From an optimization exercise on the open Yosys and OpenROAD flow, aimed at small area; shortcuts taken in it are not production practice.
Only simulation tests tie the RTL to the original design; equivalence was not proved.

==> flow/run.sh <==
#!/bin/bash
# synth_recipe.tcl (not shown) runs the flow's synth.tcl, then flattens the netlist and writes it again
# the make line also repeats each setting of config.mk as NAME=value (left out here)
make -C /OpenROAD-flow-scripts/flow DESIGN_CONFIG=/design/flow/config.mk WORK_HOME=/design/flow/orfs CLKGATE_MAP_FILE= SYNTH_SCRIPT=/design/flow/synth_recipe.tcl finish
==> flow/config.mk <==
export PLATFORM = sky130hd
export DESIGN_NAME = lane_rank_cic
export DESIGN_NICKNAME = lane_rank_cic
export VERILOG_FILES = /design/flow/design.v
export SDC_FILE = /design/flow/constraint.sdc
export NUM_CORES = 4
export LEC_CHECK = 0
export CAP_MARGIN = 20
export CORE_MARGIN = 2
export CORE_UTILIZATION = 55
export CTS_BUF_LIST = sky130_fd_sc_hd__clkbuf_4 sky130_fd_sc_hd__clkbuf_8
export SLEW_MARGIN = 20
export SYNTH_HIERARCHICAL = 1
export SYNTH_MINIMUM_KEEP_SIZE = 0
==> flow/constraint.sdc <==
create_clock -name core_clock -period 16.0 [get_ports {clk}]
set_input_delay 3.2000 -clock core_clock [delete_from_list [all_inputs] [get_ports {clk}]]
set_output_delay 3.2000 -clock core_clock [all_outputs]
set_load 0.01 [all_outputs]
==> flow/design.v <==
module lane_rank_cic (
    input  wire               clk,
    input  wire               rst,
    input  wire [3:0]         cfg_rank_taps,    
    input  wire [2:0]         cfg_cic_order,    
    input  wire               cfg_cic_m,        
    input  wire [16:0]        cfg_cic_ratio,    
    input  wire [17:0]        cfg_cic_gain,     
    input  wire [5:0]         cfg_cic_shift,    
    input  wire               in_valid,
    input  wire signed [15:0] in_data,
    output reg                out_valid,
    output reg  signed [15:0] out_data,
    output reg                out_sat
);
    integer i, j, s;
    genvar gs, gj;
    wire take = in_valid & ~rst;
    wire l4   = |cfg_cic_ratio[16:2];           
    reg  [16:0] cnt;
    wire        strobe = (cnt == 17'd1);
    always @(posedge clk) begin
        if (rst)
            cnt <= 17'd1;
        else if (in_valid)
            cnt <= strobe ? cfg_cic_ratio : cnt - 17'd1;
    end
    reg  signed [15:0] win [0:8];        
    reg         [35:0] pb;               
    wire        [7:0]  le_new;           
    function integer pidx(input integer a, input integer b);
        pidx = b * (b - 1) / 2 + a;
    endfunction
    generate
        for (gj = 0; gj < 8; gj = gj + 1) begin : g_cmp
            assign le_new[gj] = in_data <= win[gj];
        end
    endgenerate
    always @(posedge clk) begin
        if (in_valid) begin
            for (i = 8; i > 0; i = i - 1)
                win[i] <= win[i-1];
            win[0] <= in_data;
            for (j = 1; j < 8; j = j + 1)
                for (i = 0; i < j; i = i + 1)
                    pb[pidx(i + 1, j + 1)] <= pb[pidx(i, j)];
            for (j = 0; j < 8; j = j + 1)
                pb[pidx(0, j + 1)] <= le_new[j];
        end
    end
    reg  [3:1] kr;
    always @(posedge clk)
        kr <= cfg_rank_taps[3:1];
    wire [8:0] inc = {{2{kr[3]}}, {2{kr[3] | kr[2] & kr[1]}}, {2{kr[3] | kr[2]}}, 3'b111};
    wire [2:0] half = kr;
    reg  [3:0]  ahead;
    reg  [8:0]  sel;
    reg  signed [15:0] median;
    always @(*) begin
        median = 16'sd0;
        for (j = 0; j < 9; j = j + 1) begin
            ahead = 4'd0;
            for (i = 0; i < 9; i = i + 1) begin
                if (i < j)
                    ahead = ahead + {3'd0, inc[i] & pb[pidx(i, j)]};
                else if (i > j)
                    ahead = ahead + {3'd0, inc[i] & ~pb[pidx(j, i)]};
            end
            sel[j] = inc[j] && ahead == {1'b0, half};
            median = median | (win[j] & {16{sel[j]}});
        end
    end
    reg  [3:0]  vd;                  
    reg  [3:1]  sd;                  
    reg  [15:0] ig [1:5][0:3];
    reg  [2:0]  cy [1:5];            
    wire [5:2]  inj;                 
    assign inj[2] = cfg_cic_order == 3'd4;
    assign inj[3] = cfg_cic_order == 3'd3;
    assign inj[4] = cfg_cic_order == 3'd2;
    assign inj[5] = cfg_cic_order == 3'd1;
    wire [16*20-1:0] isum;
    wire [20-1:0]    ico;
    generate
        for (gs = 1; gs <= 5; gs = gs + 1) begin : g_is
            for (gj = 0; gj < 4; gj = gj + 1) begin : g_ij
                wire [15:0] med = (gj == 0) ? median : {16{sd[gj]}};
                wire [15:0] add;
                if (gs == 1) begin : b1
                    assign add = med & {16{vd[gj]}};
                end else begin : bn
                    assign add = (inj[gs] ? med : isum[16*((gs-2)*4+gj) +: 16]) & {16{vd[gj]}};
                end
                lane_add16 u_add (
                    .a  (ig[gs][gj]),
                    .b  (add),
                    .ci ((gj == 0) ? 1'b0 : cy[gs][gj-1]),
                    .s  (isum[16*((gs-1)*4+gj) +: 16]),
                    .co (ico[(gs-1)*4+gj])
                );
            end
        end
    endgenerate
    always @(posedge clk) begin
        if (rst)
            vd <= 4'd0;
        else
            vd <= {vd[2:0], take};
        sd <= {sd[2:1], median[15]};
        for (s = 1; s <= 5; s = s + 1) begin
            for (j = 0; j < 4; j = j + 1)
                ig[s][j] <= isum[16*((s-1)*4+j) +: 16];
            cy[s] <= ico[(s-1)*4 +: 3];
        end
    end
    reg         ev;                  
    reg  [3:0]  pr;                  
    always @(posedge clk) begin
        if (rst) begin
            ev <= 1'b0;
            pr <= 4'd0;
        end else begin
            ev <= take & strobe;
            pr <= {pr[2:0], ev};
        end
    end
    wire proc  = pr[0] | pr[1] | (l4 & (pr[2] | pr[3]));
    wire plast = l4 ? pr[3] : pr[1];
    wire [15:0] dig = ({16{pr[0]}} & ig[5][0]) | ({16{pr[1]}} & ig[5][1]) |
                      ({16{l4 & pr[2]}} & ig[5][2]) | ({16{l4 & pr[3]}} & ig[5][3]);
    reg  [15:0] dl [1:5][0:7];
    reg  [5:1]  cw;                  
    wire [5:1]  cco;
    wire [16*6-1:0] u;               
    wire [5:1]  cact;                
    assign cact[1] = 1'b1;
    assign cact[2] = cfg_cic_order >= 3'd2;
    assign cact[3] = cfg_cic_order >= 3'd3;
    assign cact[4] = cfg_cic_order >= 3'd4;
    assign cact[5] = cfg_cic_order >= 3'd5;
    wire p3 = cfg_cic_m ^ l4;        
    wire p1 = ~cfg_cic_m & ~l4;      
    assign u[15:0] = dig;
    generate
        for (gs = 1; gs <= 5; gs = gs + 1) begin : g_cs
            lane_add16 u_sub (
                .a  (u[16*(gs-1) +: 16]),
                .b  (~(dl[gs][0] & {16{cact[gs]}})),
                .ci (pr[0] | cw[gs]),
                .s  (u[16*gs +: 16]),
                .co (cco[gs])
            );
        end
    endgenerate
    always @(posedge clk) begin
        cw <= cco;
        if (proc) begin
            for (s = 1; s <= 5; s = s + 1) begin
                dl[s][7] <= u[16*(s-1) +: 16];
                dl[s][6] <= dl[s][7];
                dl[s][5] <= dl[s][6];
                dl[s][4] <= dl[s][5];
                dl[s][3] <= p3 ? u[16*(s-1) +: 16] : dl[s][4];
                dl[s][2] <= dl[s][3];
                dl[s][1] <= p1 ? u[16*(s-1) +: 16] : dl[s][2];
                dl[s][0] <= dl[s][1];
            end
        end
    end
    reg         yv, yfirst, ylast;
    reg  [15:0] yd;
    always @(posedge clk) begin
        if (rst)
            yv <= 1'b0;
        else
            yv <= proc;
        yfirst <= pr[0];
        ylast  <= plast;
        yd     <= u[16*5 +: 16];
    end
    reg  [19:0] hi;                  
    reg  [47:0] dr;                  
    wire [35:0] an;
    lane_mul u_mul (
        .yd  (yd),
        .sgn (ylast & yd[15]),
        .g   (cfg_cic_gain),
        .hin (hi & {20{~yfirst}}),
        .an  (an)
    );
    reg         xv;
    always @(posedge clk) begin
        if (rst)
            xv <= 1'b0;
        else
            xv <= yv & ylast;
        hi <= an[35:16];
        dr <= {an[15:0], dr[47:16]};
    end
    wire [65:0] w  = l4 ? {hi[17:0], dr} : {{32{hi[17]}}, hi[17:0], dr[47:32]};
    wire        neg = w[65];
    wire [65:0] wc = $signed(w) >>> {cfg_cic_shift[5:4], 4'd0};
    wire [17:0] q  = wc[32:0] >> cfg_cic_shift[3:0];
    reg  [48:0] msk;
    always @(*)
        for (i = 0; i < 49; i = i + 1)
            msk[i] = i >= cfg_cic_shift;
    wire        fits = ~|((w[65:17] ^ {49{neg}}) & msk);
    wire [18:0] z  = {q[17], q} + 19'd1;
    wire [17:0] ov = z[18:1];
    wire        over  = fits ? (~ov[17] & (ov[16] | ov[15])) : ~neg;
    wire        under = fits ? (ov[17] & ~(ov[16] & ov[15])) : neg;
    reg  [3:0]  qo;
    wire [4:0]  nm  = cfg_cic_m ? {1'b0, cfg_cic_order, 1'b0} : {2'b0, cfg_cic_order};
    wire [2:0]  km2 = cfg_rank_taps[2:0] - 3'd2;      
    wire        rs  = ~|cfg_cic_ratio[16:3];          
    wire [2:0]  r3  = cfg_cic_ratio[2:0];
    wire [2:0]  cc  = 3'd1 + {2'd0, rs & ({1'b0, km2} > {1'b0, r3})}
                           + {2'd0, rs & ({1'b0, km2} > {r3, 1'b0})}
                           + {2'd0, rs & ({2'b0, km2} > ({1'b0, r3, 1'b0} + {2'b0, r3}))};
    wire [4:0]  thr = nm + {2'd0, cc};
    wire        ok  = {1'b0, qo} >= thr;
    always @(posedge clk) begin
        if (rst) begin
            qo        <= 4'd0;
            out_valid <= 1'b0;
        end else begin
            if (xv && qo != 4'd15)
                qo <= qo + 4'd1;
            out_valid <= xv & ok;
        end
        out_sat  <= over | under;
        out_data <= over ? 16'sh7fff : under ? 16'sh8000 : ov[15:0];
    end
endmodule
module lane_add16 (
    input  wire [15:0] a,
    input  wire [15:0] b,
    input  wire        ci,
    output wire [15:0] s,
    output wire        co
);
    wire [16:0] c;
    assign c[0] = ci;
    assign co   = c[16];
    genvar k;
    generate
        for (k = 0; k < 16; k = k + 1) begin : g_b
            lane_fa f (.a(a[k]), .b(b[k]), .c(c[k]), .s(s[k]), .co(c[k+1]));
        end
    endgenerate
endmodule
module lane_fa (
    input  wire a,
    input  wire b,
    input  wire c,
    output wire s,
    output wire co
);
    assign s  = a ^ b ^ c;
    assign co = (a & b) | (a & c) | (b & c);
endmodule
module lane_ha (
    input  wire a,
    input  wire b,
    output wire s,
    output wire co
);
    assign s  = a ^ b;
    assign co = a & b;
endmodule
module lane_mul (
    input  wire [15:0] yd,
    input  wire        sgn,
    input  wire [17:0] g,
    input  wire [19:0] hin,
    output wire [35:0] an
);
    wire m1, m2;
    lane_ha hm1 (.a((yd[0] & g[12])), .b((yd[1] & g[11])), .s(m1), .co(m2));
    wire m3, m4;
    lane_fa fm3 (.a((yd[0] & g[13])), .b((yd[1] & g[12])), .c((yd[2] & g[11])), .s(m3), .co(m4));
    wire m5, m6;
    lane_ha hm5 (.a((yd[3] & g[10])), .b((yd[4] & g[9])), .s(m5), .co(m6));
    wire m7, m8;
    lane_fa fm7 (.a((yd[0] & g[14])), .b((yd[1] & g[13])), .c((yd[2] & g[12])), .s(m7), .co(m8));
    wire m9, m10;
    lane_fa fm9 (.a((yd[3] & g[11])), .b((yd[4] & g[10])), .c((yd[5] & g[9])), .s(m9), .co(m10));
    wire m11, m12;
    lane_ha hm11 (.a((yd[6] & g[8])), .b((yd[7] & g[7])), .s(m11), .co(m12));
    wire m13, m14;
    lane_fa fm13 (.a((yd[0] & g[15])), .b((yd[1] & g[14])), .c((yd[2] & g[13])), .s(m13), .co(m14));
    wire m15, m16;
    lane_fa fm15 (.a((yd[3] & g[12])), .b((yd[4] & g[11])), .c((yd[5] & g[10])), .s(m15), .co(m16));
    wire m17, m18;
    lane_fa fm17 (.a((yd[6] & g[9])), .b((yd[7] & g[8])), .c((yd[8] & g[7])), .s(m17), .co(m18));
    wire m19, m20;
    lane_ha hm19 (.a((yd[9] & g[6])), .b((yd[10] & g[5])), .s(m19), .co(m20));
    wire m21, m22;
    lane_fa fm21 (.a((yd[0] & g[16])), .b((yd[1] & g[15])), .c((yd[2] & g[14])), .s(m21), .co(m22));
    wire m23, m24;
    lane_fa fm23 (.a((yd[3] & g[13])), .b((yd[4] & g[12])), .c((yd[5] & g[11])), .s(m23), .co(m24));
    wire m25, m26;
    lane_fa fm25 (.a((yd[6] & g[10])), .b((yd[7] & g[9])), .c((yd[8] & g[8])), .s(m25), .co(m26));
    wire m27, m28;
    lane_fa fm27 (.a((yd[9] & g[7])), .b((yd[10] & g[6])), .c((yd[11] & g[5])), .s(m27), .co(m28));
    wire m29, m30;
    lane_fa fm29 (.a((yd[12] & g[4])), .b((yd[13] & g[3])), .c((yd[14] & g[2])), .s(m29), .co(m30));
    wire m31, m32;
    lane_fa fm31 (.a((yd[0] & g[17])), .b((yd[1] & g[16])), .c((yd[2] & g[15])), .s(m31), .co(m32));
    wire m33, m34;
    lane_fa fm33 (.a((yd[3] & g[14])), .b((yd[4] & g[13])), .c((yd[5] & g[12])), .s(m33), .co(m34));
    wire m35, m36;
    lane_fa fm35 (.a((yd[6] & g[11])), .b((yd[7] & g[10])), .c((yd[8] & g[9])), .s(m35), .co(m36));
    wire m37, m38;
    lane_fa fm37 (.a((yd[9] & g[8])), .b((yd[10] & g[7])), .c((yd[11] & g[6])), .s(m37), .co(m38));
    wire m39, m40;
    lane_fa fm39 (.a((yd[12] & g[5])), .b((yd[13] & g[4])), .c((yd[14] & g[3])), .s(m39), .co(m40));
    wire m41, m42;
    lane_fa fm41 (.a((yd[1] & g[17])), .b((yd[2] & g[16])), .c((yd[3] & g[15])), .s(m41), .co(m42));
    wire m43, m44;
    lane_fa fm43 (.a((yd[4] & g[14])), .b((yd[5] & g[13])), .c((yd[6] & g[12])), .s(m43), .co(m44));
    wire m45, m46;
    lane_fa fm45 (.a((yd[7] & g[11])), .b((yd[8] & g[10])), .c((yd[9] & g[9])), .s(m45), .co(m46));
    wire m47, m48;
    lane_fa fm47 (.a((yd[10] & g[8])), .b((yd[11] & g[7])), .c((yd[12] & g[6])), .s(m47), .co(m48));
    wire m49, m50;
    lane_ha hm49 (.a((yd[13] & g[5])), .b((yd[14] & g[4])), .s(m49), .co(m50));
    wire m51, m52;
    lane_fa fm51 (.a((yd[2] & g[17])), .b((yd[3] & g[16])), .c((yd[4] & g[15])), .s(m51), .co(m52));
    wire m53, m54;
    lane_fa fm53 (.a((yd[5] & g[14])), .b((yd[6] & g[13])), .c((yd[7] & g[12])), .s(m53), .co(m54));
    wire m55, m56;
    lane_fa fm55 (.a((yd[8] & g[11])), .b((yd[9] & g[10])), .c((yd[10] & g[9])), .s(m55), .co(m56));
    wire m57, m58;
    lane_fa fm57 (.a((yd[11] & g[8])), .b((yd[12] & g[7])), .c((yd[13] & g[6])), .s(m57), .co(m58));
    wire m59, m60;
    lane_ha hm59 (.a((yd[14] & g[5])), .b((yd[15] & g[4])), .s(m59), .co(m60));
    wire m61, m62;
    lane_fa fm61 (.a((yd[3] & g[17])), .b((yd[4] & g[16])), .c((yd[5] & g[15])), .s(m61), .co(m62));
    wire m63, m64;
    lane_fa fm63 (.a((yd[6] & g[14])), .b((yd[7] & g[13])), .c((yd[8] & g[12])), .s(m63), .co(m64));
    wire m65, m66;
    lane_fa fm65 (.a((yd[9] & g[11])), .b((yd[10] & g[10])), .c((yd[11] & g[9])), .s(m65), .co(m66));
    wire m67, m68;
    lane_ha hm67 (.a((yd[12] & g[8])), .b((yd[13] & g[7])), .s(m67), .co(m68));
    wire m69, m70;
    lane_fa fm69 (.a((yd[4] & g[17])), .b((yd[5] & g[16])), .c((yd[6] & g[15])), .s(m69), .co(m70));
    wire m71, m72;
    lane_fa fm71 (.a((yd[7] & g[14])), .b((yd[8] & g[13])), .c((yd[9] & g[12])), .s(m71), .co(m72));
    wire m73, m74;
    lane_ha hm73 (.a((yd[10] & g[11])), .b((yd[11] & g[10])), .s(m73), .co(m74));
    wire m75, m76;
    lane_fa fm75 (.a((yd[5] & g[17])), .b((yd[6] & g[16])), .c((yd[7] & g[15])), .s(m75), .co(m76));
    wire m77, m78;
    lane_ha hm77 (.a((yd[8] & g[14])), .b((yd[9] & g[13])), .s(m77), .co(m78));
    wire m79, m80;
    lane_ha hm79 (.a((yd[6] & g[17])), .b((yd[7] & g[16])), .s(m79), .co(m80));
    wire m81, m82;
    lane_ha hm81 (.a((yd[0] & g[8])), .b((yd[1] & g[7])), .s(m81), .co(m82));
    wire m83, m84;
    lane_fa fm83 (.a((yd[0] & g[9])), .b((yd[1] & g[8])), .c((yd[2] & g[7])), .s(m83), .co(m84));
    wire m85, m86;
    lane_ha hm85 (.a((yd[3] & g[6])), .b((yd[4] & g[5])), .s(m85), .co(m86));
    wire m87, m88;
    lane_fa fm87 (.a((yd[0] & g[10])), .b((yd[1] & g[9])), .c((yd[2] & g[8])), .s(m87), .co(m88));
    wire m89, m90;
    lane_fa fm89 (.a((yd[3] & g[7])), .b((yd[4] & g[6])), .c((yd[5] & g[5])), .s(m89), .co(m90));
    wire m91, m92;
    lane_ha hm91 (.a((yd[6] & g[4])), .b((yd[7] & g[3])), .s(m91), .co(m92));
    wire m93, m94;
    lane_fa fm93 (.a((yd[0] & g[11])), .b((yd[1] & g[10])), .c((yd[2] & g[9])), .s(m93), .co(m94));
    wire m95, m96;
    lane_fa fm95 (.a((yd[3] & g[8])), .b((yd[4] & g[7])), .c((yd[5] & g[6])), .s(m95), .co(m96));
    wire m97, m98;
    lane_fa fm97 (.a((yd[6] & g[5])), .b((yd[7] & g[4])), .c((yd[8] & g[3])), .s(m97), .co(m98));
    wire m99, m100;
    lane_ha hm99 (.a((yd[9] & g[2])), .b((yd[10] & g[1])), .s(m99), .co(m100));
    wire m101, m102;
    lane_fa fm101 (.a((yd[2] & g[10])), .b((yd[3] & g[9])), .c((yd[4] & g[8])), .s(m101), .co(m102));
    wire m103, m104;
    lane_fa fm103 (.a((yd[5] & g[7])), .b((yd[6] & g[6])), .c((yd[7] & g[5])), .s(m103), .co(m104));
    wire m105, m106;
    lane_fa fm105 (.a((yd[8] & g[4])), .b((yd[9] & g[3])), .c((yd[10] & g[2])), .s(m105), .co(m106));
    wire m107, m108;
    lane_fa fm107 (.a((yd[11] & g[1])), .b((yd[12] & g[0])), .c(hin[12]), .s(m107), .co(m108));
    wire m109, m110;
    lane_fa fm109 (.a((yd[5] & g[8])), .b((yd[6] & g[7])), .c((yd[7] & g[6])), .s(m109), .co(m110));
    wire m111, m112;
    lane_fa fm111 (.a((yd[8] & g[5])), .b((yd[9] & g[4])), .c((yd[10] & g[3])), .s(m111), .co(m112));
    wire m113, m114;
    lane_fa fm113 (.a((yd[11] & g[2])), .b((yd[12] & g[1])), .c((yd[13] & g[0])), .s(m113), .co(m114));
    wire m115, m116;
    lane_fa fm115 (.a(hin[13]), .b(m3), .c(m5), .s(m115), .co(m116));
    wire m117, m118;
    lane_fa fm117 (.a((yd[8] & g[6])), .b((yd[9] & g[5])), .c((yd[10] & g[4])), .s(m117), .co(m118));
    wire m119, m120;
    lane_fa fm119 (.a((yd[11] & g[3])), .b((yd[12] & g[2])), .c((yd[13] & g[1])), .s(m119), .co(m120));
    wire m121, m122;
    lane_fa fm121 (.a((yd[14] & g[0])), .b(hin[14]), .c(m7), .s(m121), .co(m122));
    wire m123, m124;
    lane_fa fm123 (.a(m9), .b(m11), .c(m4), .s(m123), .co(m124));
    wire m125, m126;
    lane_fa fm125 (.a((yd[11] & g[4])), .b((yd[12] & g[3])), .c((yd[13] & g[2])), .s(m125), .co(m126));
    wire m127, m128;
    lane_fa fm127 (.a((yd[14] & g[1])), .b((yd[15] & g[0])), .c(hin[15]), .s(m127), .co(m128));
    wire m129, m130;
    lane_fa fm129 (.a(m13), .b(m15), .c(m17), .s(m129), .co(m130));
    wire m131, m132;
    lane_fa fm131 (.a(m19), .b(m8), .c(m10), .s(m131), .co(m132));
    wire m133, m134;
    lane_fa fm133 (.a((yd[15] & g[1])), .b((sgn & ~g[0])), .c(sgn), .s(m133), .co(m134));
    wire m135, m136;
    lane_fa fm135 (.a(hin[16]), .b(m21), .c(m23), .s(m135), .co(m136));
    wire m137, m138;
    lane_fa fm137 (.a(m25), .b(m27), .c(m29), .s(m137), .co(m138));
    wire m139, m140;
    lane_fa fm139 (.a(m14), .b(m16), .c(m18), .s(m139), .co(m140));
    wire m141, m142;
    lane_fa fm141 (.a((yd[15] & g[2])), .b((sgn & ~g[1])), .c(hin[17]), .s(m141), .co(m142));
    wire m143, m144;
    lane_fa fm143 (.a(m31), .b(m33), .c(m35), .s(m143), .co(m144));
    wire m145, m146;
    lane_fa fm145 (.a(m37), .b(m39), .c(m22), .s(m145), .co(m146));
    wire m147, m148;
    lane_fa fm147 (.a(m24), .b(m26), .c(m28), .s(m147), .co(m148));
    wire m149, m150;
    lane_fa fm149 (.a((yd[15] & g[3])), .b((sgn & ~g[2])), .c(hin[18]), .s(m149), .co(m150));
    wire m151, m152;
    lane_fa fm151 (.a(m41), .b(m43), .c(m45), .s(m151), .co(m152));
    wire m153, m154;
    lane_fa fm153 (.a(m47), .b(m49), .c(m32), .s(m153), .co(m154));
    wire m155, m156;
    lane_fa fm155 (.a(m34), .b(m36), .c(m38), .s(m155), .co(m156));
    wire m157, m158;
    lane_fa fm157 (.a((sgn & ~g[3])), .b(~hin[19]), .c(1'b1), .s(m157), .co(m158));
    wire m159, m160;
    lane_fa fm159 (.a(m51), .b(m53), .c(m55), .s(m159), .co(m160));
    wire m161, m162;
    lane_fa fm161 (.a(m57), .b(m59), .c(m42), .s(m161), .co(m162));
    wire m163, m164;
    lane_fa fm163 (.a(m44), .b(m46), .c(m48), .s(m163), .co(m164));
    wire m165, m166;
    lane_fa fm165 (.a((yd[14] & g[6])), .b((yd[15] & g[5])), .c((sgn & ~g[4])), .s(m165), .co(m166));
    wire m167, m168;
    lane_fa fm167 (.a(1'b1), .b(m61), .c(m63), .s(m167), .co(m168));
    wire m169, m170;
    lane_fa fm169 (.a(m65), .b(m67), .c(m52), .s(m169), .co(m170));
    wire m171, m172;
    lane_fa fm171 (.a(m54), .b(m56), .c(m58), .s(m171), .co(m172));
    wire m173, m174;
    lane_fa fm173 (.a((yd[12] & g[9])), .b((yd[13] & g[8])), .c((yd[14] & g[7])), .s(m173), .co(m174));
    wire m175, m176;
    lane_fa fm175 (.a((yd[15] & g[6])), .b((sgn & ~g[5])), .c(1'b1), .s(m175), .co(m176));
    wire m177, m178;
    lane_fa fm177 (.a(m69), .b(m71), .c(m73), .s(m177), .co(m178));
    wire m179, m180;
    lane_fa fm179 (.a(m62), .b(m64), .c(m66), .s(m179), .co(m180));
    wire m181, m182;
    lane_fa fm181 (.a((yd[10] & g[12])), .b((yd[11] & g[11])), .c((yd[12] & g[10])), .s(m181), .co(m182));
    wire m183, m184;
    lane_fa fm183 (.a((yd[13] & g[9])), .b((yd[14] & g[8])), .c((yd[15] & g[7])), .s(m183), .co(m184));
    wire m185, m186;
    lane_fa fm185 (.a((sgn & ~g[6])), .b(1'b1), .c(m75), .s(m185), .co(m186));
    wire m187, m188;
    lane_fa fm187 (.a(m77), .b(m70), .c(m72), .s(m187), .co(m188));
    wire m189, m190;
    lane_fa fm189 (.a((yd[8] & g[15])), .b((yd[9] & g[14])), .c((yd[10] & g[13])), .s(m189), .co(m190));
    wire m191, m192;
    lane_fa fm191 (.a((yd[11] & g[12])), .b((yd[12] & g[11])), .c((yd[13] & g[10])), .s(m191), .co(m192));
    wire m193, m194;
    lane_fa fm193 (.a((yd[14] & g[9])), .b((yd[15] & g[8])), .c((sgn & ~g[7])), .s(m193), .co(m194));
    wire m195, m196;
    lane_fa fm195 (.a(1'b1), .b(m79), .c(m76), .s(m195), .co(m196));
    wire m197, m198;
    lane_fa fm197 (.a((yd[7] & g[17])), .b((yd[8] & g[16])), .c((yd[9] & g[15])), .s(m197), .co(m198));
    wire m199, m200;
    lane_fa fm199 (.a((yd[10] & g[14])), .b((yd[11] & g[13])), .c((yd[12] & g[12])), .s(m199), .co(m200));
    wire m201, m202;
    lane_fa fm201 (.a((yd[13] & g[11])), .b((yd[14] & g[10])), .c((yd[15] & g[9])), .s(m201), .co(m202));
    wire m203, m204;
    lane_ha hm203 (.a((sgn & ~g[8])), .b(1'b1), .s(m203), .co(m204));
    wire m205, m206;
    lane_fa fm205 (.a((yd[8] & g[17])), .b((yd[9] & g[16])), .c((yd[10] & g[15])), .s(m205), .co(m206));
    wire m207, m208;
    lane_fa fm207 (.a((yd[11] & g[14])), .b((yd[12] & g[13])), .c((yd[13] & g[12])), .s(m207), .co(m208));
    wire m209, m210;
    lane_ha hm209 (.a((yd[14] & g[11])), .b((yd[15] & g[10])), .s(m209), .co(m210));
    wire m211, m212;
    lane_fa fm211 (.a((yd[9] & g[17])), .b((yd[10] & g[16])), .c((yd[11] & g[15])), .s(m211), .co(m212));
    wire m213, m214;
    lane_ha hm213 (.a((yd[12] & g[14])), .b((yd[13] & g[13])), .s(m213), .co(m214));
    wire m215, m216;
    lane_ha hm215 (.a((yd[10] & g[17])), .b((yd[11] & g[16])), .s(m215), .co(m216));
    wire m217, m218;
    lane_ha hm217 (.a((yd[0] & g[5])), .b((yd[1] & g[4])), .s(m217), .co(m218));
    wire m219, m220;
    lane_fa fm219 (.a((yd[0] & g[6])), .b((yd[1] & g[5])), .c((yd[2] & g[4])), .s(m219), .co(m220));
    wire m221, m222;
    lane_ha hm221 (.a((yd[3] & g[3])), .b((yd[4] & g[2])), .s(m221), .co(m222));
    wire m223, m224;
    lane_fa fm223 (.a((yd[0] & g[7])), .b((yd[1] & g[6])), .c((yd[2] & g[5])), .s(m223), .co(m224));
    wire m225, m226;
    lane_fa fm225 (.a((yd[3] & g[4])), .b((yd[4] & g[3])), .c((yd[5] & g[2])), .s(m225), .co(m226));
    wire m227, m228;
    lane_ha hm227 (.a((yd[6] & g[1])), .b((yd[7] & g[0])), .s(m227), .co(m228));
    wire m229, m230;
    lane_fa fm229 (.a((yd[2] & g[6])), .b((yd[3] & g[5])), .c((yd[4] & g[4])), .s(m229), .co(m230));
    wire m231, m232;
    lane_fa fm231 (.a((yd[5] & g[3])), .b((yd[6] & g[2])), .c((yd[7] & g[1])), .s(m231), .co(m232));
    wire m233, m234;
    lane_fa fm233 (.a((yd[8] & g[0])), .b(hin[8]), .c(m81), .s(m233), .co(m234));
    wire m235, m236;
    lane_fa fm235 (.a((yd[5] & g[4])), .b((yd[6] & g[3])), .c((yd[7] & g[2])), .s(m235), .co(m236));
    wire m237, m238;
    lane_fa fm237 (.a((yd[8] & g[1])), .b((yd[9] & g[0])), .c(hin[9]), .s(m237), .co(m238));
    wire m239, m240;
    lane_fa fm239 (.a(m83), .b(m85), .c(m82), .s(m239), .co(m240));
    wire m241, m242;
    lane_fa fm241 (.a((yd[8] & g[2])), .b((yd[9] & g[1])), .c((yd[10] & g[0])), .s(m241), .co(m242));
    wire m243, m244;
    lane_fa fm243 (.a(hin[10]), .b(m87), .c(m89), .s(m243), .co(m244));
    wire m245, m246;
    lane_fa fm245 (.a(m91), .b(m84), .c(m86), .s(m245), .co(m246));
    wire m247, m248;
    lane_fa fm247 (.a((yd[11] & g[0])), .b(hin[11]), .c(m93), .s(m247), .co(m248));
    wire m249, m250;
    lane_fa fm249 (.a(m95), .b(m97), .c(m99), .s(m249), .co(m250));
    wire m251, m252;
    lane_fa fm251 (.a(m88), .b(m90), .c(m92), .s(m251), .co(m252));
    wire m253, m254;
    lane_fa fm253 (.a(m1), .b(m101), .c(m103), .s(m253), .co(m254));
    wire m255, m256;
    lane_fa fm255 (.a(m105), .b(m107), .c(m94), .s(m255), .co(m256));
    wire m257, m258;
    lane_fa fm257 (.a(m96), .b(m98), .c(m100), .s(m257), .co(m258));
    wire m259, m260;
    lane_fa fm259 (.a(m2), .b(m109), .c(m111), .s(m259), .co(m260));
    wire m261, m262;
    lane_fa fm261 (.a(m113), .b(m115), .c(m102), .s(m261), .co(m262));
    wire m263, m264;
    lane_fa fm263 (.a(m104), .b(m106), .c(m108), .s(m263), .co(m264));
    wire m265, m266;
    lane_fa fm265 (.a(m6), .b(m117), .c(m119), .s(m265), .co(m266));
    wire m267, m268;
    lane_fa fm267 (.a(m121), .b(m123), .c(m110), .s(m267), .co(m268));
    wire m269, m270;
    lane_fa fm269 (.a(m112), .b(m114), .c(m116), .s(m269), .co(m270));
    wire m271, m272;
    lane_fa fm271 (.a(m12), .b(m125), .c(m127), .s(m271), .co(m272));
    wire m273, m274;
    lane_fa fm273 (.a(m129), .b(m131), .c(m118), .s(m273), .co(m274));
    wire m275, m276;
    lane_fa fm275 (.a(m120), .b(m122), .c(m124), .s(m275), .co(m276));
    wire m277, m278;
    lane_fa fm277 (.a(m20), .b(m133), .c(m135), .s(m277), .co(m278));
    wire m279, m280;
    lane_fa fm279 (.a(m137), .b(m139), .c(m126), .s(m279), .co(m280));
    wire m281, m282;
    lane_fa fm281 (.a(m128), .b(m130), .c(m132), .s(m281), .co(m282));
    wire m283, m284;
    lane_fa fm283 (.a(m30), .b(m141), .c(m143), .s(m283), .co(m284));
    wire m285, m286;
    lane_fa fm285 (.a(m145), .b(m147), .c(m134), .s(m285), .co(m286));
    wire m287, m288;
    lane_fa fm287 (.a(m136), .b(m138), .c(m140), .s(m287), .co(m288));
    wire m289, m290;
    lane_fa fm289 (.a(m40), .b(m149), .c(m151), .s(m289), .co(m290));
    wire m291, m292;
    lane_fa fm291 (.a(m153), .b(m155), .c(m142), .s(m291), .co(m292));
    wire m293, m294;
    lane_fa fm293 (.a(m144), .b(m146), .c(m148), .s(m293), .co(m294));
    wire m295, m296;
    lane_fa fm295 (.a(m50), .b(m157), .c(m159), .s(m295), .co(m296));
    wire m297, m298;
    lane_fa fm297 (.a(m161), .b(m163), .c(m150), .s(m297), .co(m298));
    wire m299, m300;
    lane_fa fm299 (.a(m152), .b(m154), .c(m156), .s(m299), .co(m300));
    wire m301, m302;
    lane_fa fm301 (.a(m60), .b(m165), .c(m167), .s(m301), .co(m302));
    wire m303, m304;
    lane_fa fm303 (.a(m169), .b(m171), .c(m158), .s(m303), .co(m304));
    wire m305, m306;
    lane_fa fm305 (.a(m160), .b(m162), .c(m164), .s(m305), .co(m306));
    wire m307, m308;
    lane_fa fm307 (.a(m68), .b(m173), .c(m175), .s(m307), .co(m308));
    wire m309, m310;
    lane_fa fm309 (.a(m177), .b(m179), .c(m166), .s(m309), .co(m310));
    wire m311, m312;
    lane_fa fm311 (.a(m168), .b(m170), .c(m172), .s(m311), .co(m312));
    wire m313, m314;
    lane_fa fm313 (.a(m74), .b(m181), .c(m183), .s(m313), .co(m314));
    wire m315, m316;
    lane_fa fm315 (.a(m185), .b(m187), .c(m174), .s(m315), .co(m316));
    wire m317, m318;
    lane_fa fm317 (.a(m176), .b(m178), .c(m180), .s(m317), .co(m318));
    wire m319, m320;
    lane_fa fm319 (.a(m78), .b(m189), .c(m191), .s(m319), .co(m320));
    wire m321, m322;
    lane_fa fm321 (.a(m193), .b(m195), .c(m182), .s(m321), .co(m322));
    wire m323, m324;
    lane_fa fm323 (.a(m184), .b(m186), .c(m188), .s(m323), .co(m324));
    wire m325, m326;
    lane_fa fm325 (.a(m80), .b(m197), .c(m199), .s(m325), .co(m326));
    wire m327, m328;
    lane_fa fm327 (.a(m201), .b(m203), .c(m190), .s(m327), .co(m328));
    wire m329, m330;
    lane_fa fm329 (.a(m192), .b(m194), .c(m196), .s(m329), .co(m330));
    wire m331, m332;
    lane_fa fm331 (.a((sgn & ~g[9])), .b(1'b1), .c(m205), .s(m331), .co(m332));
    wire m333, m334;
    lane_fa fm333 (.a(m207), .b(m209), .c(m198), .s(m333), .co(m334));
    wire m335, m336;
    lane_fa fm335 (.a(m200), .b(m202), .c(m204), .s(m335), .co(m336));
    wire m337, m338;
    lane_fa fm337 (.a((yd[14] & g[12])), .b((yd[15] & g[11])), .c((sgn & ~g[10])), .s(m337), .co(m338));
    wire m339, m340;
    lane_fa fm339 (.a(1'b1), .b(m211), .c(m213), .s(m339), .co(m340));
    wire m341, m342;
    lane_fa fm341 (.a(m206), .b(m208), .c(m210), .s(m341), .co(m342));
    wire m343, m344;
    lane_fa fm343 (.a((yd[12] & g[15])), .b((yd[13] & g[14])), .c((yd[14] & g[13])), .s(m343), .co(m344));
    wire m345, m346;
    lane_fa fm345 (.a((yd[15] & g[12])), .b((sgn & ~g[11])), .c(1'b1), .s(m345), .co(m346));
    wire m347, m348;
    lane_fa fm347 (.a(m215), .b(m212), .c(m214), .s(m347), .co(m348));
    wire m349, m350;
    lane_fa fm349 (.a((yd[11] & g[17])), .b((yd[12] & g[16])), .c((yd[13] & g[15])), .s(m349), .co(m350));
    wire m351, m352;
    lane_fa fm351 (.a((yd[14] & g[14])), .b((yd[15] & g[13])), .c((sgn & ~g[12])), .s(m351), .co(m352));
    wire m353, m354;
    lane_ha hm353 (.a(1'b1), .b(m216), .s(m353), .co(m354));
    wire m355, m356;
    lane_fa fm355 (.a((yd[12] & g[17])), .b((yd[13] & g[16])), .c((yd[14] & g[15])), .s(m355), .co(m356));
    wire m357, m358;
    lane_ha hm357 (.a((yd[15] & g[14])), .b((sgn & ~g[13])), .s(m357), .co(m358));
    wire m359, m360;
    lane_ha hm359 (.a((yd[13] & g[17])), .b((yd[14] & g[16])), .s(m359), .co(m360));
    wire m361, m362;
    lane_ha hm361 (.a((yd[0] & g[3])), .b((yd[1] & g[2])), .s(m361), .co(m362));
    wire m363, m364;
    lane_fa fm363 (.a((yd[0] & g[4])), .b((yd[1] & g[3])), .c((yd[2] & g[2])), .s(m363), .co(m364));
    wire m365, m366;
    lane_ha hm365 (.a((yd[3] & g[1])), .b((yd[4] & g[0])), .s(m365), .co(m366));
    wire m367, m368;
    lane_fa fm367 (.a((yd[2] & g[3])), .b((yd[3] & g[2])), .c((yd[4] & g[1])), .s(m367), .co(m368));
    wire m369, m370;
    lane_fa fm369 (.a((yd[5] & g[0])), .b(hin[5]), .c(m217), .s(m369), .co(m370));
    wire m371, m372;
    lane_fa fm371 (.a((yd[5] & g[1])), .b((yd[6] & g[0])), .c(hin[6]), .s(m371), .co(m372));
    wire m373, m374;
    lane_fa fm373 (.a(m219), .b(m221), .c(m218), .s(m373), .co(m374));
    wire m375, m376;
    lane_fa fm375 (.a(hin[7]), .b(m223), .c(m225), .s(m375), .co(m376));
    wire m377, m378;
    lane_fa fm377 (.a(m227), .b(m220), .c(m222), .s(m377), .co(m378));
    wire m379, m380;
    lane_fa fm379 (.a(m229), .b(m231), .c(m233), .s(m379), .co(m380));
    wire m381, m382;
    lane_fa fm381 (.a(m224), .b(m226), .c(m228), .s(m381), .co(m382));
    wire m383, m384;
    lane_fa fm383 (.a(m235), .b(m237), .c(m239), .s(m383), .co(m384));
    wire m385, m386;
    lane_fa fm385 (.a(m230), .b(m232), .c(m234), .s(m385), .co(m386));
    wire m387, m388;
    lane_fa fm387 (.a(m241), .b(m243), .c(m245), .s(m387), .co(m388));
    wire m389, m390;
    lane_fa fm389 (.a(m236), .b(m238), .c(m240), .s(m389), .co(m390));
    wire m391, m392;
    lane_fa fm391 (.a(m247), .b(m249), .c(m251), .s(m391), .co(m392));
    wire m393, m394;
    lane_fa fm393 (.a(m242), .b(m244), .c(m246), .s(m393), .co(m394));
    wire m395, m396;
    lane_fa fm395 (.a(m253), .b(m255), .c(m257), .s(m395), .co(m396));
    wire m397, m398;
    lane_fa fm397 (.a(m248), .b(m250), .c(m252), .s(m397), .co(m398));
    wire m399, m400;
    lane_fa fm399 (.a(m259), .b(m261), .c(m263), .s(m399), .co(m400));
    wire m401, m402;
    lane_fa fm401 (.a(m254), .b(m256), .c(m258), .s(m401), .co(m402));
    wire m403, m404;
    lane_fa fm403 (.a(m265), .b(m267), .c(m269), .s(m403), .co(m404));
    wire m405, m406;
    lane_fa fm405 (.a(m260), .b(m262), .c(m264), .s(m405), .co(m406));
    wire m407, m408;
    lane_fa fm407 (.a(m271), .b(m273), .c(m275), .s(m407), .co(m408));
    wire m409, m410;
    lane_fa fm409 (.a(m266), .b(m268), .c(m270), .s(m409), .co(m410));
    wire m411, m412;
    lane_fa fm411 (.a(m277), .b(m279), .c(m281), .s(m411), .co(m412));
    wire m413, m414;
    lane_fa fm413 (.a(m272), .b(m274), .c(m276), .s(m413), .co(m414));
    wire m415, m416;
    lane_fa fm415 (.a(m283), .b(m285), .c(m287), .s(m415), .co(m416));
    wire m417, m418;
    lane_fa fm417 (.a(m278), .b(m280), .c(m282), .s(m417), .co(m418));
    wire m419, m420;
    lane_fa fm419 (.a(m289), .b(m291), .c(m293), .s(m419), .co(m420));
    wire m421, m422;
    lane_fa fm421 (.a(m284), .b(m286), .c(m288), .s(m421), .co(m422));
    wire m423, m424;
    lane_fa fm423 (.a(m295), .b(m297), .c(m299), .s(m423), .co(m424));
    wire m425, m426;
    lane_fa fm425 (.a(m290), .b(m292), .c(m294), .s(m425), .co(m426));
    wire m427, m428;
    lane_fa fm427 (.a(m301), .b(m303), .c(m305), .s(m427), .co(m428));
    wire m429, m430;
    lane_fa fm429 (.a(m296), .b(m298), .c(m300), .s(m429), .co(m430));
    wire m431, m432;
    lane_fa fm431 (.a(m307), .b(m309), .c(m311), .s(m431), .co(m432));
    wire m433, m434;
    lane_fa fm433 (.a(m302), .b(m304), .c(m306), .s(m433), .co(m434));
    wire m435, m436;
    lane_fa fm435 (.a(m313), .b(m315), .c(m317), .s(m435), .co(m436));
    wire m437, m438;
    lane_fa fm437 (.a(m308), .b(m310), .c(m312), .s(m437), .co(m438));
    wire m439, m440;
    lane_fa fm439 (.a(m319), .b(m321), .c(m323), .s(m439), .co(m440));
    wire m441, m442;
    lane_fa fm441 (.a(m314), .b(m316), .c(m318), .s(m441), .co(m442));
    wire m443, m444;
    lane_fa fm443 (.a(m325), .b(m327), .c(m329), .s(m443), .co(m444));
    wire m445, m446;
    lane_fa fm445 (.a(m320), .b(m322), .c(m324), .s(m445), .co(m446));
    wire m447, m448;
    lane_fa fm447 (.a(m331), .b(m333), .c(m335), .s(m447), .co(m448));
    wire m449, m450;
    lane_fa fm449 (.a(m326), .b(m328), .c(m330), .s(m449), .co(m450));
    wire m451, m452;
    lane_fa fm451 (.a(m337), .b(m339), .c(m341), .s(m451), .co(m452));
    wire m453, m454;
    lane_fa fm453 (.a(m332), .b(m334), .c(m336), .s(m453), .co(m454));
    wire m455, m456;
    lane_fa fm455 (.a(m343), .b(m345), .c(m347), .s(m455), .co(m456));
    wire m457, m458;
    lane_fa fm457 (.a(m338), .b(m340), .c(m342), .s(m457), .co(m458));
    wire m459, m460;
    lane_fa fm459 (.a(m349), .b(m351), .c(m353), .s(m459), .co(m460));
    wire m461, m462;
    lane_fa fm461 (.a(m344), .b(m346), .c(m348), .s(m461), .co(m462));
    wire m463, m464;
    lane_fa fm463 (.a(1'b1), .b(m355), .c(m357), .s(m463), .co(m464));
    wire m465, m466;
    lane_fa fm465 (.a(m350), .b(m352), .c(m354), .s(m465), .co(m466));
    wire m467, m468;
    lane_fa fm467 (.a((yd[15] & g[15])), .b((sgn & ~g[14])), .c(1'b1), .s(m467), .co(m468));
    wire m469, m470;
    lane_fa fm469 (.a(m359), .b(m356), .c(m358), .s(m469), .co(m470));
    wire m471, m472;
    lane_fa fm471 (.a((yd[14] & g[17])), .b((yd[15] & g[16])), .c((sgn & ~g[15])), .s(m471), .co(m472));
    wire m473, m474;
    lane_ha hm473 (.a(1'b1), .b(m360), .s(m473), .co(m474));
    wire m475, m476;
    lane_ha hm475 (.a((yd[15] & g[17])), .b((sgn & ~g[16])), .s(m475), .co(m476));
    wire m477, m478;
    lane_ha hm477 (.a((yd[0] & g[2])), .b((yd[1] & g[1])), .s(m477), .co(m478));
    wire m479, m480;
    lane_fa fm479 (.a((yd[2] & g[1])), .b((yd[3] & g[0])), .c(hin[3]), .s(m479), .co(m480));
    wire m481, m482;
    lane_fa fm481 (.a(hin[4]), .b(m363), .c(m365), .s(m481), .co(m482));
    wire m483, m484;
    lane_fa fm483 (.a(m367), .b(m369), .c(m364), .s(m483), .co(m484));
    wire m485, m486;
    lane_fa fm485 (.a(m371), .b(m373), .c(m368), .s(m485), .co(m486));
    wire m487, m488;
    lane_fa fm487 (.a(m375), .b(m377), .c(m372), .s(m487), .co(m488));
    wire m489, m490;
    lane_fa fm489 (.a(m379), .b(m381), .c(m376), .s(m489), .co(m490));
    wire m491, m492;
    lane_fa fm491 (.a(m383), .b(m385), .c(m380), .s(m491), .co(m492));
    wire m493, m494;
    lane_fa fm493 (.a(m387), .b(m389), .c(m384), .s(m493), .co(m494));
    wire m495, m496;
    lane_fa fm495 (.a(m391), .b(m393), .c(m388), .s(m495), .co(m496));
    wire m497, m498;
    lane_fa fm497 (.a(m395), .b(m397), .c(m392), .s(m497), .co(m498));
    wire m499, m500;
    lane_fa fm499 (.a(m399), .b(m401), .c(m396), .s(m499), .co(m500));
    wire m501, m502;
    lane_fa fm501 (.a(m403), .b(m405), .c(m400), .s(m501), .co(m502));
    wire m503, m504;
    lane_fa fm503 (.a(m407), .b(m409), .c(m404), .s(m503), .co(m504));
    wire m505, m506;
    lane_fa fm505 (.a(m411), .b(m413), .c(m408), .s(m505), .co(m506));
    wire m507, m508;
    lane_fa fm507 (.a(m415), .b(m417), .c(m412), .s(m507), .co(m508));
    wire m509, m510;
    lane_fa fm509 (.a(m419), .b(m421), .c(m416), .s(m509), .co(m510));
    wire m511, m512;
    lane_fa fm511 (.a(m423), .b(m425), .c(m420), .s(m511), .co(m512));
    wire m513, m514;
    lane_fa fm513 (.a(m427), .b(m429), .c(m424), .s(m513), .co(m514));
    wire m515, m516;
    lane_fa fm515 (.a(m431), .b(m433), .c(m428), .s(m515), .co(m516));
    wire m517, m518;
    lane_fa fm517 (.a(m435), .b(m437), .c(m432), .s(m517), .co(m518));
    wire m519, m520;
    lane_fa fm519 (.a(m439), .b(m441), .c(m436), .s(m519), .co(m520));
    wire m521, m522;
    lane_fa fm521 (.a(m443), .b(m445), .c(m440), .s(m521), .co(m522));
    wire m523, m524;
    lane_fa fm523 (.a(m447), .b(m449), .c(m444), .s(m523), .co(m524));
    wire m525, m526;
    lane_fa fm525 (.a(m451), .b(m453), .c(m448), .s(m525), .co(m526));
    wire m527, m528;
    lane_fa fm527 (.a(m455), .b(m457), .c(m452), .s(m527), .co(m528));
    wire m529, m530;
    lane_fa fm529 (.a(m459), .b(m461), .c(m456), .s(m529), .co(m530));
    wire m531, m532;
    lane_fa fm531 (.a(m463), .b(m465), .c(m460), .s(m531), .co(m532));
    wire m533, m534;
    lane_fa fm533 (.a(m467), .b(m469), .c(m464), .s(m533), .co(m534));
    wire m535, m536;
    lane_fa fm535 (.a(m471), .b(m473), .c(m468), .s(m535), .co(m536));
    wire m537, m538;
    lane_fa fm537 (.a(1'b1), .b(m475), .c(m472), .s(m537), .co(m538));
    wire m539, m540;
    lane_ha hm539 (.a((sgn & ~g[17])), .b(1'b1), .s(m539), .co(m540));
    wire m541, m542;
    lane_ha hm541 (.a((yd[0] & g[1])), .b((yd[1] & g[0])), .s(m541), .co(m542));
    wire m543, m544;
    lane_fa fm543 (.a((yd[2] & g[0])), .b(hin[2]), .c(m477), .s(m543), .co(m544));
    wire m545, m546;
    lane_fa fm545 (.a(m361), .b(m479), .c(m478), .s(m545), .co(m546));
    wire m547, m548;
    lane_fa fm547 (.a(m362), .b(m481), .c(m480), .s(m547), .co(m548));
    wire m549, m550;
    lane_fa fm549 (.a(m366), .b(m483), .c(m482), .s(m549), .co(m550));
    wire m551, m552;
    lane_fa fm551 (.a(m370), .b(m485), .c(m484), .s(m551), .co(m552));
    wire m553, m554;
    lane_fa fm553 (.a(m374), .b(m487), .c(m486), .s(m553), .co(m554));
    wire m555, m556;
    lane_fa fm555 (.a(m378), .b(m489), .c(m488), .s(m555), .co(m556));
    wire m557, m558;
    lane_fa fm557 (.a(m382), .b(m491), .c(m490), .s(m557), .co(m558));
    wire m559, m560;
    lane_fa fm559 (.a(m386), .b(m493), .c(m492), .s(m559), .co(m560));
    wire m561, m562;
    lane_fa fm561 (.a(m390), .b(m495), .c(m494), .s(m561), .co(m562));
    wire m563, m564;
    lane_fa fm563 (.a(m394), .b(m497), .c(m496), .s(m563), .co(m564));
    wire m565, m566;
    lane_fa fm565 (.a(m398), .b(m499), .c(m498), .s(m565), .co(m566));
    wire m567, m568;
    lane_fa fm567 (.a(m402), .b(m501), .c(m500), .s(m567), .co(m568));
    wire m569, m570;
    lane_fa fm569 (.a(m406), .b(m503), .c(m502), .s(m569), .co(m570));
    wire m571, m572;
    lane_fa fm571 (.a(m410), .b(m505), .c(m504), .s(m571), .co(m572));
    wire m573, m574;
    lane_fa fm573 (.a(m414), .b(m507), .c(m506), .s(m573), .co(m574));
    wire m575, m576;
    lane_fa fm575 (.a(m418), .b(m509), .c(m508), .s(m575), .co(m576));
    wire m577, m578;
    lane_fa fm577 (.a(m422), .b(m511), .c(m510), .s(m577), .co(m578));
    wire m579, m580;
    lane_fa fm579 (.a(m426), .b(m513), .c(m512), .s(m579), .co(m580));
    wire m581, m582;
    lane_fa fm581 (.a(m430), .b(m515), .c(m514), .s(m581), .co(m582));
    wire m583, m584;
    lane_fa fm583 (.a(m434), .b(m517), .c(m516), .s(m583), .co(m584));
    wire m585, m586;
    lane_fa fm585 (.a(m438), .b(m519), .c(m518), .s(m585), .co(m586));
    wire m587, m588;
    lane_fa fm587 (.a(m442), .b(m521), .c(m520), .s(m587), .co(m588));
    wire m589, m590;
    lane_fa fm589 (.a(m446), .b(m523), .c(m522), .s(m589), .co(m590));
    wire m591, m592;
    lane_fa fm591 (.a(m450), .b(m525), .c(m524), .s(m591), .co(m592));
    wire m593, m594;
    lane_fa fm593 (.a(m454), .b(m527), .c(m526), .s(m593), .co(m594));
    wire m595, m596;
    lane_fa fm595 (.a(m458), .b(m529), .c(m528), .s(m595), .co(m596));
    wire m597, m598;
    lane_fa fm597 (.a(m462), .b(m531), .c(m530), .s(m597), .co(m598));
    wire m599, m600;
    lane_fa fm599 (.a(m466), .b(m533), .c(m532), .s(m599), .co(m600));
    wire m601, m602;
    lane_fa fm601 (.a(m470), .b(m535), .c(m534), .s(m601), .co(m602));
    wire m603, m604;
    lane_fa fm603 (.a(m474), .b(m537), .c(m536), .s(m603), .co(m604));
    wire m605, m606;
    lane_fa fm605 (.a(m476), .b(m539), .c(m538), .s(m605), .co(m606));
    wire m607, m608;
    lane_fa fm607 (.a(sgn), .b(1'b1), .c(m540), .s(m607), .co(m608));
    wire m609, m610;
    lane_ha hm609 (.a(sgn), .b(1'b1), .s(m609), .co(m610));
    wire [35:0] ra = {m609, m607, m605, m603, m601, m599, m597, m595, m593, m591, m589, m587, m585, m583, m581, m579, m577, m575, m573, m571, m569, m567, m565, m563, m561, m559, m557, m555, m553, m551, m549, m547, m545, m543, hin[1], (yd[0] & g[0])};
    wire [35:0] rb = {m608, m606, m604, m602, m600, m598, m596, m594, m592, m590, m588, m586, m584, m582, m580, m578, m576, m574, m572, m570, m568, m566, m564, m562, m560, m558, m556, m554, m552, m550, m548, m546, m544, m542, m541, hin[0]};
    wire [16:0] lo;
    wire [20:0] h0, h1;
    wire [19:0] s0, s1;
    assign lo[0] = 1'b0;
    assign h0[0] = 1'b0;
    assign h1[0] = 1'b1;
    genvar k;
    generate
        for (k = 0; k < 16; k = k + 1) begin : g_lo
            lane_fa f (.a(ra[k]), .b(rb[k]), .c(lo[k]), .s(an[k]), .co(lo[k+1]));
        end
        for (k = 0; k < 20; k = k + 1) begin : g_hi
            lane_fa f0 (.a(ra[k+16]), .b(rb[k+16]), .c(h0[k]), .s(s0[k]), .co(h0[k+1]));
            lane_fa f1 (.a(ra[k+16]), .b(rb[k+16]), .c(h1[k]), .s(s1[k]), .co(h1[k+1]));
        end
    endgenerate
    assign an[35:16] = lo[16] ? s1 : s0;
endmodule
==> impl_metrics.tcl, run 1 <==
set metrics [dict create \
    clock_sinks 1302 \
    portBuffers 85 \
    final_cells 7274 \
    syn_inst 5268 \
    synth-xor-area-share 0.00567 \
    die_w_um 363 \
    cts_inserted_buffers 213 \
    firstDrtPassIters 9 \
    synth_fa_ha_area_frac 0.254 \
    arrival_ps 15510 \
    grt_pass1_wl_um 257000 \
    fillers 10100 \
    relSlewSlack 0.281 \
    die_area_mm2 0.132 \
    place_inst 6871 \
    grt_pass1_vias 43700 \
    core-area_mm2 0.128 \
    synth_enable_flop_cells 820 \
    tritoncts "done" \
    post_cts_resized 0 \
    clock_latency_ps 910 \
    ys.flop_type "edfxtp_1" \
    r2r-start "kr[2]$_DFF_P_" \
    grt_max_degree 207 \
    r2r_setup_slack_ps 1250 \
    worstPathMaxFanout 9 \
    worst_slew_pin_slew_ps 1080 \
    finClkSkew_ps 60.1 \
    end_kind "flip-flop" \
    maxCapViolCount 0 \
    cp.required_ps 16740 \
    rows 131 \
    die_height_um 363 \
    drive_above_1_share 0.129 \
    worst-r2r-cell-count 42 \
    synth_seq_cells 1302 \
    initial_core_util 0.554 \
    hpwl_um 112000 \
    setup_tns_ps 0 \
    period_share 0.923 \
    vias_per_cell 5.70 \
    grt.total_usage 0.254 \
    hold_class "flip-flop to flip-flop" \
    hold_depth 0 \
    final_nets 6467 \
    setup_viol 0 \
    antenna_found_initial 8 \
    wirelength_um 161000 \
    area_growth_pct 10.2 \
    r2r_end "ig[16][15]$_DFF_P_" \
    synth_mux_area_frac 0.0437 \
    syn_avg_cell_area_um2 13.4 \
    grt_setup_unrepaired "no" \
    cts_buffer_depth 3 \
    drt_iter0_drc 3720 \
    cts.htree.levels 4 \
    post-cts-setup-buffers 0 \
    vias 41500 \
    critical_path_class "input port to flip-flop" \
    status "finished clean" \
    report.final.slew_viol_count 0 \
    final_common_cell "edfxtp_1" \
    syn_area_mm2 0.0708 \
    worstHoldStart "dr[16]$_DFF_P_" \
    wl_per_cell_um 22.1 \
    fmax_mhz 67.7 \
    synth_cell_types 98 \
    clk_pin_slew_ps 60 \
    period_needed_ps 14770 \
    cp_common_cell "fa_1" \
    start_kind "input port" \
    place_congestion 0.913 \
    yosys_warnings 15 \
    ioPinCount 86 \
    synth-compound-area-share 0.0914 \
    holdPathEnd "dr[0]$_DFF_P_" \
    grt_overflow 0 \
    drtAntennaViolNets 0 \
    synth_top_family_by_area "adder cells" \
    cts_root_buffer "clkbuf_8" \
    hold_viol 0 \
    final_cell_mix "edfxtp_1, fa_1, dfxtp_1" \
    synth-seq-area-share 0.484 \
    cts_hold_buf 0 \
    drc 0 \
    slowest_stage "clkdlybuf4s50_1" \
    async_flop_share 0 \
    worst_path_largest_cell_delay_ps 740 \
    synth-simple-area-share 0.0926 \
]
-- per-module statistics from Yosys (local to each module, per instance), a selection --
module         copies in the design  cell area [um2]  flip-flops and latches
lane_fa                         729             20.0                       0
lane_ha                          32             12.5                       0
lane_mul                          1             2440                       0
lane_rank_cic                     1            53400                    1302
-- area by class of cell --
cell class	count	area (um2)	share of cell area
multi-input cells	3493	34600	0.444
well taps	1662	2080	0.0267
repair buffers	190	1650	0.0211
flip-flops and latches	1302	34300	0.439
diodes	4	10.0	0.000128
clock inverters	68	538	0.00690
clock buffers	331	3980	0.0510
inverters	224	842	0.0108
-- worst max path at each step --
stage | cells after the start | start | end | slack [ps]
CTS | 42 | kr[2]$_DFF_P_ | ig[16][15]$_DFF_P_ | 1180
global placement | 29 | cfg_cic_gain[9] | hi[19]$_DFF_P_ | 380
global route | 42 | kr[2]$_DFF_P_ | ig[16][15]$_DFF_P_ | 570
detailed placement | 29 | cfg_cic_gain[9] | hi[19]$_DFF_P_ | 300
floorplan | 8 | cfg_cic_ratio[7] | dl[0][0]$_DFFE_PP_ | 970
finish | 29 | cfg_cic_gain[9] | hi[19]$_DFF_P_ | 1230
-- logic make-up (layout without fill, tap and decap cells) --
family,after synthesis,in the layout
muxes,262,262
DFF,1302,1302
other,3,29
buffers and inverters,495,813
and+or+nand+nor,1303,1303
adders and majority gates,975,975
xor gates and xnor gates,45,45
AOI/OAI and AO/OA,883,883
-- cells in the mapped netlist (33+ instances only) --
cell      instances  area [um2]
and2_1          305        1910
o21ai_0         100         500
nor2_1          174         653
mux2i_1          62         621
mux2_2          164        1850
inv_1           219         822
edfxtp_1        820       24600
a22oi_1          53         398
ha_1            207        2590
nor3_1           33         165
o211a_1          67         671
nand2_1         479        1800
nor2b_1          99         619
a222oi_1         34         340
fa_1            768       15400
nand2b_1         44         275
a21oi_1         143         716
clkbuf_1        190         713
dfxtp_1         482        9650
a21boi_0        196        1470
nand3_1          53         265
nand4_1          39         244
clkbuf_2         34         170
-- per-stage QoR --
| stage | setup WS, ps | cell area (um2) | hold WS, ps | util |
|---|---|---|---|---|
| global route | 574 | 78000 | 379 | 0.611 |
| global placement | 383 | 73500 | 357 | 0.575 |
| floorplan | 970 | 70900 | 342 | - |
| CTS | 1180 | 78000 | 369 | 0.611 |
| finish | 1230 | 78000 | 371 | 0.611 |
| detailed placement | 304 | 73500 | 358 | 0.575 |
-- registers in the layout, indices dropped and copies added (netlist names) --
name       flops
out_valid      1
hi            20
dr            48
out_data      16
yd            16
pr             4
kr             3
qo             4
yv             1
ev             1
out_sat        1
cw             5
vd             4
cnt           17
cy            15
yfirst         1
xv             1
sd             3
dl           640
ylast          1
ig           320
pb            36
win          144
-- worst max-delay path, delay by kind of cell --
| family | cells | cell delay (ps) |
|---|---|---|
| buf+inv | 1 | 740 |
| fa+ha+maj | 26 | 11050 |
| mux | 1 | 270 |
| simple gates | 1 | 230 |
-- layer usage --
metal  part of all wire  wire length, um  global-route usage
met5            0.00017               27                   0
met4              0.019             3090              0.0618
met3              0.062             9940              0.0443
met2               0.46            73800               0.390
met1               0.46            74100               0.379
==> run 2: changes to the inputs <==
--- a/flow/config.mk
+++ b/flow/config.mk
@@ -7,8 +7,7 @@
 export LEC_CHECK = 0
 export CAP_MARGIN = 20
 export CORE_MARGIN = 2
-export CORE_UTILIZATION = 55
-export CTS_BUF_LIST = sky130_fd_sc_hd__clkbuf_4 sky130_fd_sc_hd__clkbuf_8
+export CORE_UTILIZATION = 40
 export SLEW_MARGIN = 20
 export SYNTH_HIERARCHICAL = 1
 export SYNTH_MINIMUM_KEEP_SIZE = 0
==> run 2 against run 1 <==
Compared with the run above: worst hold slack gained 0.77 ps; global-route usage is 7.1 points lower; sequential cell count did not move; die area increased by 37%; synthesized cell count stayed put; critical endpoint is now ig[16][15]$_DFF_P_.
==> impl_metrics.tcl, run 2 <==
set metrics [dict create \
    crit_start "kr[3]$_DFF_P_" \
    drive_above_1_share 0.105 \
    maxCapViolCount 0 \
    synth_enable_flop_cells 820 \
    synth_top_area_share 0.348 \
    finClkSkew_ps 29.6 \
    crit_end "ig[16][15]$_DFF_P_" \
    final_cells 7815 \
    multiInputGateArea_mm2 0.0346 \
    top_regs "dl x640, ig x320, win x144" \
    yosys_warnings 15 \
    die_w_um 425 \
    portBuffers 85 \
    worstPathMaxFanout 32 \
    vias 41300 \
    cp_common_cell "fa_1" \
    worst-r2r-cell-count 43 \
    area_growth_pct 11.7 \
    grt.total_usage 0.183 \
    period_share 0.928 \
    clock_latency_ps 760 \
    synth_area_leader_cell "edfxtp_1" \
    ys.flop_type "edfxtp_1" \
    vias_per_cell 5.28 \
    syn_avg_cell_area_um2 13.4 \
    post-cts-setup-buffers 0 \
    syn_inst 5268 \
    clock_sinks 1302 \
    wirelength_um 161000 \
    firstDrtPassIters 7 \
    hpwl_um 112000 \
    r2r_setup_slack_ps 1150 \
    end_kind "flip-flop" \
    drc 0 \
    tritoncts "done" \
    wl_per_cell_um 20.6 \
    yosysMostFrequentCell "edfxtp_1" \
    grt_max_degree 214 \
    core-area_mm2 0.176 \
    worst_path_largest_cell_delay_ps 520 \
    synth-seq-area-share 0.484 \
    place_inst 7555 \
    initial_core_util 0.402 \
    hold_viol 0 \
    antenna_found_initial 2 \
    async_flop_share 0 \
    synth_cell_types 98 \
    clk_pin_slew_ps 60 \
    final_common_cell "edfxtp_1" \
    seq_area_mm2 0.0343 \
    cp_num_cells 43 \
    setup_tns_ps 0 \
    status "finished clean" \
    report.final.slew_viol_count 0 \
    final_cell_mix "edfxtp_1, fa_1, dfxtp_1" \
    r2r_end "ig[16][15]$_DFF_P_" \
    cts_buffer_depth 3 \
    post_cts_resized 0 \
    ioPinCount 86 \
    die_height_um 425 \
    drt_iter0_drc 3688 \
    grt_pass1_wl_um 258000 \
    crit_family "adder cells" \
    grt_overflow 0 \
    cts.htree.levels 4 \
    synth_area_leaders "edfxtp_1, fa_1, dfxtp_1" \
    synth_common_cells "edfxtp_1, fa_1, dfxtp_1" \
    largest_reg_flops 640 \
    worst_slew_pin_slew_ps 1150 \
    cp.required_ps 16620 \
    grt_pass1_vias 44000 \
    fmax_mhz 67.3 \
    period_needed_ps 14850 \
    syn_area_mm2 0.0708 \
    place_congestion 0.903 \
    slowest_stage "fa_1" \
    r2r-start "kr[3]$_DFF_P_" \
    cts_root_buffer "clkbuf_16" \
    grt_setup_unrepaired "no" \
    hold_class "flip-flop to flip-flop" \
    path_buf_inv 4 \
    synth_seq_cells 1302 \
    final_nets 6403 \
    setup_viol 0 \
    drtAntennaViolNets 0 \
    critical_path_class "flip-flop to flip-flop" \
    arrival_ps 15470 \
    cts_inserted_buffers 141 \
    start_kind "flip-flop" \
    die_area_mm2 0.180 \
    fillers 15700 \
    cts_hold_buf 0 \
    rows 154 \
    relSlewSlack 0.226 \
    top_register "dl" \
]
-- run 2: cell counts after synthesis --
Identical to the previous run, type by type.
-- run 2: layout make-up --
cell class              instances  area share
repair buffers                198      0.0219
clock buffers                 186      0.0482
clock inverters                70      0.0110
well taps                    2340      0.0370
diodes                          2   0.0000633
multi-input cells            3493       0.438
inverters                     224      0.0106
flip-flops and latches       1302       0.433
-- run 2: how the worst min path moves through the flow --
stage / from / endpoint / slack, ps / depth (start not counted)
2_1_floorplan: dr[16]$_DFF_P_ / dr[0]$_DFF_P_ / 340 / 0
3_3_place_gp: dr[16]$_DFF_P_ / dr[0]$_DFF_P_ / 360 / 0
3_5_place_dp: dr[16]$_DFF_P_ / dr[0]$_DFF_P_ / 360 / 0
4_1_cts: dr[16]$_DFF_P_ / dr[0]$_DFF_P_ / 370 / 0
5_1_grt: dr[16]$_DFF_P_ / dr[0]$_DFF_P_ / 380 / 0
6_report: dr[16]$_DFF_P_ / dr[0]$_DFF_P_ / 370 / 0
-- run 2: logic make-up after synthesis --
family          count (synthesis)  share of synthesized area
compound gates                883                     0.0914
flops                        1302                      0.484
fa+ha+maj                     975                      0.254
buf+inv                       495                     0.0286
other cells                     3                   0.000159
simple gates                 1303                     0.0926
mux                           262                     0.0437
xor+xnor                       45                    0.00567
-- run 2: stage by stage --
stage               hold slack [ps]   util  worst slack, ps  instance area [um2]
global placement                359  0.423              433                74400
global route                    380  0.450              594                79100
detailed placement              363  0.423              345                74400
floorplan                       342      -              970                70900
finish                          372  0.450             1150                79100
CTS                             371  0.449             1150                79100
-- run 2: modules after synthesis (local to each module, per instance), excerpt --
module	copies in the design	area (um2)
lane_mul	1	2440
lane_fa	729	20.0
lane_rank_cic	1	53400
lane_ha	32	12.5
-- run 2: worst reg2reg max path: cells and delay by family (launching register included) --
| family | cells | cell delay [ps] |
|---|---|---|
| AOI/OAI and AO/OA | 7 | 1850 |
| xor gates and xnor gates | 1 | 180 |
| adders and majority gates | 25 | 10680 |
| buffers and inverters | 4 | 1030 |
| DFF | 1 | 310 |
| and+or+nand+nor | 6 | 700 |
-- run 2: layer usage --
layer,global-route usage,routed length (um)
met5,0,0
met2,0.297,77100
met1,0.255,71600
met3,0.0260,8140
met4,0.0527,4160

-- re-timing with driven ports --
The results above use ideal ports. As a check the final layouts listed here were re-extracted and re-timed, cells and wires unchanged. Step 1 assumes that a clkbuf_16 drives the clock port and a buf_2 every other input. Step 2, shift: input delay + t, output delay - t, t = (earliest + latest rising clock arrival at the registers) / 2. This alone moves slack from input paths to output paths. Three values: no drivers, after step 1, after step 2; two values: the first two.
| run | t, ns | setup WS [ns] | hold WS [ns] | latest minus earliest clock arrival (ns) | worst data-port slew with drivers (ns) |
|---|---|---|---|---|---|
| run 1 | 0.951 | 1.231 / 1.247 / 0.320 | 0.371 / 0.371 / 0.371 | 0.071 / 0.070 | 0.22 |
| run 2 | 0.820 | 1.146 / 1.146 / 0.411 | 0.372 / 0.372 / 0.372 | 0.031 / 0.032 | 0.27 |
After both steps setup and hold are still met in every run listed. The setup slack of run 1, which loses most, moves by +0.016 ns with the drivers and by -0.911 ns with both steps.
